What follows belongs to an exercise in optimizing a design on an open flow for small area; a production flow would make more cautious choices. Function was checked by simulation only, so behaviour that the tests miss may differ from the original. No activity file was given, so power comes from the tool's default toggle rates.

[flow/design.v]
module yx_cvt32 (
  input  wire        clk,
  input  wire        rst,         
  input  wire        in_valid,
  input  wire [31:0] in_bits,     
  input  wire [3:0]  in_code,     
  input  wire        in_ftz,      
  input  wire        in_sat,      
  output reg         out_valid,
  output reg  [31:0] out_bits,    
  output reg         out_sat,     
  output reg         out_flush    
);
  wire [3:0] c = in_code;
  wire is_int  = c[3] ? (c[1] & ~c[0]) : ~c[2];
  wire i_uns   = c[0];                          
  wire w4      = ~c[3] & ~c[1];                 
  wire w8      = ~c[3] &  c[1];                 
  wire w16     =  c[3] & ~c[2];                 
  wire w32     =  c[3] &  c[2];                 
  wire f_f4    = ~c[3] & ~c[1] & ~c[0];
  wire f_e4m3  = ~c[3] & ~c[1] &  c[0];
  wire f_e5m2  = ~c[3] &  c[1];
  wire f_f16   =  c[3] & ~c[2];
  wire f_bf16  =  c[3] &  c[2] & ~c[0];
  wire f_f32   =  c[3] &  c[2] &  c[0];
  wire        s      = in_bits[31];
  wire [7:0]  ex     = in_bits[30:23];
  wire [22:0] man    = in_bits[22:0];
  wire        ex_z   = ~|ex;
  wire        ex_f   = &ex;
  wire        man_nz = |man;
  wire        is_nan = ex_f & man_nz;
  wire        is_inf = ex_f & ~man_nz;
  wire        in_flushed = in_ftz & ex_z & man_nz;
  wire [23:0] sig    = {~ex_z, man};
  wire [7:0]  exf    = {ex[7:1], ex[0] | ex_z};
  reg [8:0] kc;
  reg [7:0] eoff;    
  always @(*) begin
    if (is_int)      begin kc = 9'd158; eoff = 8'd0;   end
    else if (f_f4)   begin kc = 9'd157; eoff = 8'd126; end
    else if (f_e4m3) begin kc = 9'd149; eoff = 8'd120; end
    else if (f_e5m2) begin kc = 9'd142; eoff = 8'd112; end
    else if (f_f16)  begin kc = 9'd134; eoff = 8'd112; end
    else if (f_bf16) begin kc = 9'd25;  eoff = 8'd0;   end
    else             begin kc = 9'd9;   eoff = 8'd0;   end
  end
  function [8:0] add9(input [8:0] a, input [8:0] b, input ci);
    reg cy; integer j;
    begin
      cy = ci;
      for (j = 0; j < 9; j = j + 1) begin
        add9[j] = a[j] ^ b[j] ^ cy;
        cy = (a[j] & b[j]) | (cy & (a[j] ^ b[j]));
      end
    end
  endfunction
  wire [8:0] t_raw = add9(kc, {1'b1, ~exf}, 1'b1);
  wire       i_big = t_raw[8];                  
  wire       nt    = f_f4 ? (ex[7] | (&ex[6:0])) :
                     f_e4m3 ? (ex[7] | ((&ex[6:3]) & (|ex[2:0]))) :
                     (f_e5m2 | f_f16) ? (ex[7] | ((&ex[6:4]) & (|ex[3:0]))) : 1'b1;
  reg  [5:0] kmin;
  always @(*) begin
    if (f_f4)        kmin = 6'd30;
    else if (f_e4m3) kmin = 6'd28;
    else if (f_e5m2) kmin = 6'd29;
    else if (f_f16)  kmin = 6'd21;
    else if (f_bf16) kmin = 6'd24;
    else             kmin = 6'd8;
  end
  wire       kill  = ~t_raw[8] & (t_raw[7] | t_raw[6] | (t_raw[5] & (|t_raw[4:0])));
  wire [5:0] tsh   = (!is_int && nt) ? kmin : t_raw[5:0];
  reg [32:0] y;
  reg        st;
  integer k;
  always @(*) begin
    y  = {sig, 9'd0};
    st = 1'b0;
    if (tsh[0]) begin st = st | y[0];      y = {1'd0,  y[32:1]};  end
    if (tsh[1]) begin st = st | (|y[1:0]); y = {2'd0,  y[32:2]};  end
    if (tsh[2]) begin st = st | (|y[3:0]); y = {4'd0,  y[32:4]};  end
    if (tsh[3]) begin st = st | (|y[7:0]); y = {8'd0,  y[32:8]};  end
    if (tsh[4]) begin st = st | (|y[15:0]); y = {16'd0, y[32:16]}; end
    if (tsh[5]) begin st = st | (|y[31:0]); y = {32'd0, y[32]};    end
    if (kill) y = 33'd0;
  end
  wire [31:0] q   = y[32:1];
  wire        g   = y[0];
  wire        rnd = g & (st | q[0]);
  wire [8:0] ef9 = add9({1'b0, ex}, {1'b1, ~eoff}, 1'b1);
  wire [7:0] ef = nt ? ef9[7:0] : 8'd0;
  reg [31:0] v;
  always @(*) begin
    if (is_int)      v = q;
    else if (f_f4)   v = {23'd0, ef, q[0]};
    else if (f_e4m3) v = {21'd0, ef, q[2:0]};
    else if (f_e5m2) v = {22'd0, ef, q[1:0]};
    else if (f_f16)  v = {14'd0, ef, q[9:0]};
    else if (f_bf16) v = {17'd0, ef, q[6:0]};
    else             v = {1'd0,  ef, q[22:0]};
  end
  wire        neg = is_int & s;
  wire [31:0] vx  = v ^ {32{neg}};
  reg  [31:0] r;
  reg         cy;
  always @(*) begin
    cy = rnd ^ neg;
    for (k = 0; k < 32; k = k + 1) begin
      r[k] = vx[k] ^ cy;
      cy   = cy & vx[k];
    end
  end
  reg [31:0] any_ge, all_ge;
  always @(*) begin
    any_ge[31] = r[31]; all_ge[31] = r[31];
    for (k = 30; k >= 0; k = k - 1) begin
      any_ge[k] = any_ge[k+1] | r[k];
      all_ge[k] = all_ge[k+1] & r[k];
    end
  end
  wire nz = any_ge[0];
  reg f_ovf, f_sub;
  always @(*) begin
    if (f_f4)        begin f_ovf = any_ge[3];                  f_sub = 1'b0;        end
    else if (f_e4m3) begin f_ovf = any_ge[7] | (&r[6:0]);      f_sub = ~any_ge[3];  end
    else if (f_e5m2) begin f_ovf = any_ge[7] | (&r[6:2]);      f_sub = ~any_ge[2];  end
    else if (f_f16)  begin f_ovf = any_ge[15] | (&r[14:10]);   f_sub = ~any_ge[10]; end
    else if (f_bf16) begin f_ovf = any_ge[15] | (&r[14:7]);    f_sub = ~any_ge[7];  end
    else             begin f_ovf = &r[30:23];                  f_sub = ~any_ge[23]; end
  end
  wire f_flush = in_ftz & nz & f_sub;
  reg [31:0] maxcode, infcode, nancode, sgn;
  always @(*) begin
    if (f_f4)        begin maxcode = 32'h7;        infcode = 32'h7;        nancode = 32'h0;        sgn = 32'h8;        end
    else if (f_e4m3) begin maxcode = 32'h7E;       infcode = 32'h7F;       nancode = 32'h7F;       sgn = 32'h80;       end
    else if (f_e5m2) begin maxcode = 32'h7B;       infcode = 32'h7C;       nancode = 32'h7E;       sgn = 32'h80;       end
    else if (f_f16)  begin maxcode = 32'h7BFF;     infcode = 32'h7C00;     nancode = 32'h7E00;     sgn = 32'h8000;     end
    else if (f_bf16) begin maxcode = 32'h7F7F;     infcode = 32'h7F80;     nancode = 32'h7FC0;     sgn = 32'h8000;     end
    else             begin maxcode = 32'h7F7FFFFF; infcode = 32'h7F800000; nancode = 32'h7FC00000; sgn = 32'h80000000; end
  end
  wire [31:0] sbit = s ? sgn : 32'd0;
  reg [31:0] f_out;
  reg        f_sat;
  always @(*) begin
    f_sat = 1'b0;
    if (is_nan) begin
      f_out = nancode; f_sat = f_f4;
    end else if (is_inf | f_ovf) begin
      if (in_sat | f_f4) begin f_out = sbit | maxcode; f_sat = 1'b1; end
      else if (f_e4m3)   begin f_out = nancode;        f_sat = 1'b1; end
      else               begin f_out = sbit | infcode; f_sat = ~is_inf; end
    end else if (in_flushed | f_flush) begin
      f_out = sbit;
    end else begin
      f_out = sbit | r;
    end
  end
  reg [31:0] imask, ihi, ilo;
  reg        i_ovf_p, i_in_n;    
  always @(*) begin
    if (w4)       begin imask = 32'hF;    ihi = i_uns ? 32'hF  : 32'h7;  ilo = i_uns ? 32'h0 : 32'h8;
                        i_ovf_p = i_uns ? any_ge[4] : any_ge[3];  i_in_n = all_ge[3];  end
    else if (w8)  begin imask = 32'hFF;   ihi = i_uns ? 32'hFF : 32'h7F; ilo = i_uns ? 32'h0 : 32'h80;
                        i_ovf_p = i_uns ? any_ge[8] : any_ge[7];  i_in_n = all_ge[7];  end
    else if (w16) begin imask = 32'hFFFF; ihi = 32'h7FFF; ilo = 32'h8000;
                        i_ovf_p = any_ge[15]; i_in_n = all_ge[15]; end
    else          begin imask = 32'hFFFFFFFF; ihi = 32'h7FFFFFFF; ilo = 32'h80000000;
                        i_ovf_p = any_ge[31]; i_in_n = all_ge[31]; end
  end
  reg [31:0] i_out;
  reg        i_sat;
  always @(*) begin
    i_sat = 1'b1;
    if (is_nan) begin
      i_out = 32'd0;
    end else if (is_inf | i_big) begin
      i_out = s ? ilo : ihi;
    end else if (!s) begin
      if (i_ovf_p) i_out = ihi;
      else begin i_out = r & imask; i_sat = 1'b0; end
    end else if (!nz) begin
      i_out = 32'd0; i_sat = 1'b0;
    end else if (i_uns | ~i_in_n) begin
      i_out = ilo;
    end else begin
      i_out = r & imask; i_sat = 1'b0;
    end
  end
  always @(posedge clk) begin
    if (rst)
      out_valid <= 1'b0;
    else
      out_valid <= in_valid;
    out_bits  <= is_int ? i_out : f_out;
    out_sat   <= is_int ? i_sat : f_sat;
    out_flush <= in_flushed | (~is_int & f_flush);
  end
endmodule
[flow/run.sh]
#!/bin/bash
# synth_recipe.tcl (not shown) runs the flow's synth.tcl, then flattens the netlist and writes it again
# the make line also repeats each setting of config.mk as NAME=value (left out here)
make -C /OpenROAD-flow-scripts/flow DESIGN_CONFIG=/design/flow/config.mk WORK_HOME=/design/flow/orfs CLKGATE_MAP_FILE= SYNTH_SCRIPT=/design/flow/synth_recipe.tcl finish
[flow/config.mk]
export PLATFORM = sky130hd
export DESIGN_NAME = yx_cvt32
export DESIGN_NICKNAME = yx_cvt32
export VERILOG_FILES = /design/flow/design.v
export SDC_FILE = /design/flow/constraint.sdc
export NUM_CORES = 4
export LEC_CHECK = 0
export ABC_AREA = 1
export CAP_MARGIN = 20
export CORE_MARGIN = 2
export CORE_UTILIZATION = 40
export SLEW_MARGIN = 20
[flow/constraint.sdc]
create_clock -name core_clock -period 16.0 [get_ports {clk}]
set_input_delay 3.2000 -clock core_clock [delete_from_list [all_inputs] [get_ports {clk}]]
set_output_delay 3.2000 -clock core_clock [all_outputs]
set_load 0.01 [all_outputs]
==> summary.txt <==
Outcome
  • Status: no timing/DRC/antenna violations

Global routing
  • GRT Util Overall: 28.4%
  • Remaining global-route overflow: 0
  • Largest net degree at the start of global routing: 37
  • First-pass GRT wire length: 40,600 um
  • M3 GR Usage: 7.07%
  • Grt peak-use layer: met2
  • Met2 Use GR: 42.0%
  • Initial antenna violation count: 0
  • Number of global-route vias before repair: 7,556
  • Met1 GRT Util: 41.8%

Critical path
  • CP Max Fanout: 9
  • Slowest Stage Delay on Critical Path: 0.50 ns
  • Critical-path top delay cell: fa_1
  • Worst setup startpoint: in_code[0]
  • Most used cell, CP: ha_1
  • Critical Path AT: 15.40 ns
  • Buf+Inv Stages, Crit Path: 8
  • Startpoint Class: input pin
  • WS Path Type: in -> reg
  • CP top delay family: adder cells
  • CP Capture Type: register
  • CP required: 16.15 ns

Layout
  • Storage cell area: 701 um^2
  • Antenna diodes: 0
  • Non-Filler Instances: 1,510
  • Multi-input gate area: 0.00546 mm^2
  • Area grow syn2layout: 22.9%
  • Nets@finish: 1,376
  • Fillers: 1,779
  • Design Area, Final: 0.00828 mm^2
  • Layout cells sized above 1: 10.5%
  • Final core occ: 50.1%

Clocking
  • H-tree levels: 2
  • Clock transition at path regs: 0.06 ns
  • # clock sinks: 35
  • Bufs on Longest Clock Path: 2
  • TritonCTS Buffers: 5
  • Root Buffer: clkbuf_16
  • Hold Buf Count CTS: 0
  • CTS tree: yes

Synth
  • EDFF count, synth: 0
  • Register area share after synthesis: 10.4%
  • Synth unique cells: 51
  • Mapped Avg Cell Area: 5.57 um^2
  • Dominant cell type by area after synthesis: nand2_1
  • Synthesized flop and latch total: 35
  • Syn. warnings: 1
  • Post-Syn Area: 0.00674 mm^2
  • Post-Synthesis Cells: 1,210
  • Synth top area share: 20.4%
  • Synthesized Nets: 1,297
  • Area contributors post-synth: nand2_1 (20%), dfxtp_1 (10%), o21ai_0 (10%)
  • Asr flop ratio synth: 0%
  • Ys flop type: dfxtp_1

STA
  • Max-slew violation count: 0
  • Worst slew margin: 33.1%
  • # setup viols final: 0
  • Final Critical Period: 15.25 ns
  • F_max: 65.6 MHz
  • Hold slack: 3.43 ns
  • Final Cycle Share: 95.3%
  • Final hold vios: 0
  • Setup TNS: 0 ns
  • Slew @ Worst Pin: 1.00 ns

Placement
  • # placed instances: 1,484
  • Area after DPL: 0.00776 mm^2
  • Gpl congestion: 1.00
  • # port buffers: 75
  • DP Wirelength: 20,200 um

Route
  • Drt first pass iters: 6
  • Via count: 8,665
  • Drt drc: 0
  • Iter 0 DRT Violations: 1,220
  • Routed Antenna Nets: 0
  • Drt wl/cell: 17.3 um
  • Vias per cell: 5.74
  • WL final: 26,200 um

Hold path
  • Hold Startpoint: in_valid
  • Endpoint, Worst Hold: out_valid
  • Type of the worst min-delay path: in -> reg
  • Hold path depth: 3

Job
  • Max-Cap Viols: 0

Floorplan
  • Chip height: 134 um
  • FP Rows: 47
  • Ports: 76
  • Core region area: 0.0165 mm^2
  • Chip width: 134 um
  • Starting Density: 40.8%
  • Die ar.: 0.0179 mm^2

Power and ir drop
  • Max VDD drop: 0.0000455 V
  • Leak: 4.01 nW
  • Power Density: 86.0 mW/mm^2
-- cells in the final DEF (no fill, tap or decap), drive strengths merged, types with 2 or more instances in the layout --
master / count
xor2: 20
buf: 50
mux2i: 2
dlymetal6s2s: 5
nor4: 10
nand4: 40
nand3: 114
clkdlybuf4s50: 70
o31ai: 17
ha: 36
a21oi: 48
clkinv: 7
a31oi: 8
a211oi: 3
o211ai: 4
or2: 7
clkbuf: 5
fa: 10
o22ai: 9
dfxtp: 35
nor2: 96
nand2: 376
inv: 130
o221ai: 7
o21ai: 148
a22oi: 3
nor3: 19
a221oi: 3
-- layout make-up --
cell class | instances | share of cell area, %
timing repair buffer | 125 | 14.0
multi-input combinational | 987 | 65.9
clock inverter | 3 | 0.529
tap | 220 | 3.32
inverter | 135 | 6.27
sequential | 35 | 8.46
clock buffer | 5 | 1.51
-- per-layer routing --
layer  wire (um)  vias to the layer above
li1            -                     4237
met1       11900                     3917
met2       11000                      468
met3        2850                       43
met4         415                        0
met5           0                        -
-- state kept, by name, indices dropped and copies added, names as in the netlist --
register,cells
out_valid,1
out_flush,1
out_bits,32
out_sat,1
-- how the worst max path moves through the flow --
| stage | slack (ns) | depth (start not counted) | endpoint |
|---|---|---|---|
| 6_report | 0.75 | 70 | out_bits[28] |
| 5_1_grt | -0.05 | 74 | out_bits[31] |
| 4_1_cts | 0.33 | 75 | out_bits[31] |
| 3_5_place_dp | 0.05 | 75 | out_bits[31] |
| 3_3_place_gp | 0.22 | 73 | out_bits[14] |
| 2_1_floorplan | 0.63 | 76 | out_bits[19] |
-- power breakdown --
group	internal, mW	switching (mW)	total (mW)
clock	0.0735	0.0414	0.115
sequential	0.104	0.00378	0.108
combinational	0.169	0.321	0.490
-- Yosys cell counts, drive strengths merged, types with 8 or more instances --
master  count
nand2     376
o21ai     148
clkbuf     33
o31ai      17
dfxtp      35
nand4      40
xor2       20
ha         36
o22ai       9
a21oi      48
nand3     114
fa         10
a31oi       8
nor4       10
nor2       94
nor3       19
buf        22
inv       131
-- timing repair --
item | 4_1_cts | 5_1_grt
resized for setup | 0 | 46
endpoints found under the setup margin | 0 | 34
buffers inserted | 0 | 15
-- kinds of logic (layout without fill, tap and decap cells) --
group	after synthesis	after routing	synth area share, %
buf+inv	190	268	11.5
mux	2	2	0.297
xor+xnor	20	20	2.60
fa+ha+maj	46	46	9.65
flops	35	35	10.4
simple gates	663	665	44.2
compound gates	254	254	21.4
-- metrics by stage --
step	power, mW	setup WS, ns
5_1_grt	0.769	-0.0456
2_1_floorplan	0.417	0.635
6_report	0.712	0.753
3_5_place_dp	0.572	0.0468
3_3_place_gp	0.574	0.219
4_1_cts	0.688	0.328

==> port drivers added, routing unchanged <==
How much do the figures lean on ideal ports? The routed layout below was timed once more, with nothing changed but the port constraints.
Step 1 sets driving cells, clkbuf_16 on the clock port and buf_2 on the other inputs (assumed; they add their load-dependent delay and slew).
Step 2 moves the port delays by t, midway between the first and last clock arrival at a register: inputs arrive t later, outputs are due t later. That takes back most of the time a late clock gives input paths.
Three values: no drivers, after step 1, after step 2; two values: the first two.
shift t [ns]: 0.323
setup WS [ns]: 0.753 / 0.765 / 0.442
cell pins on the clock port's net: 1
After both steps setup and hold are still met in this run. For this run, drivers alone change the setup slack by +0.012 ns; drivers and shift together by -0.311 ns.
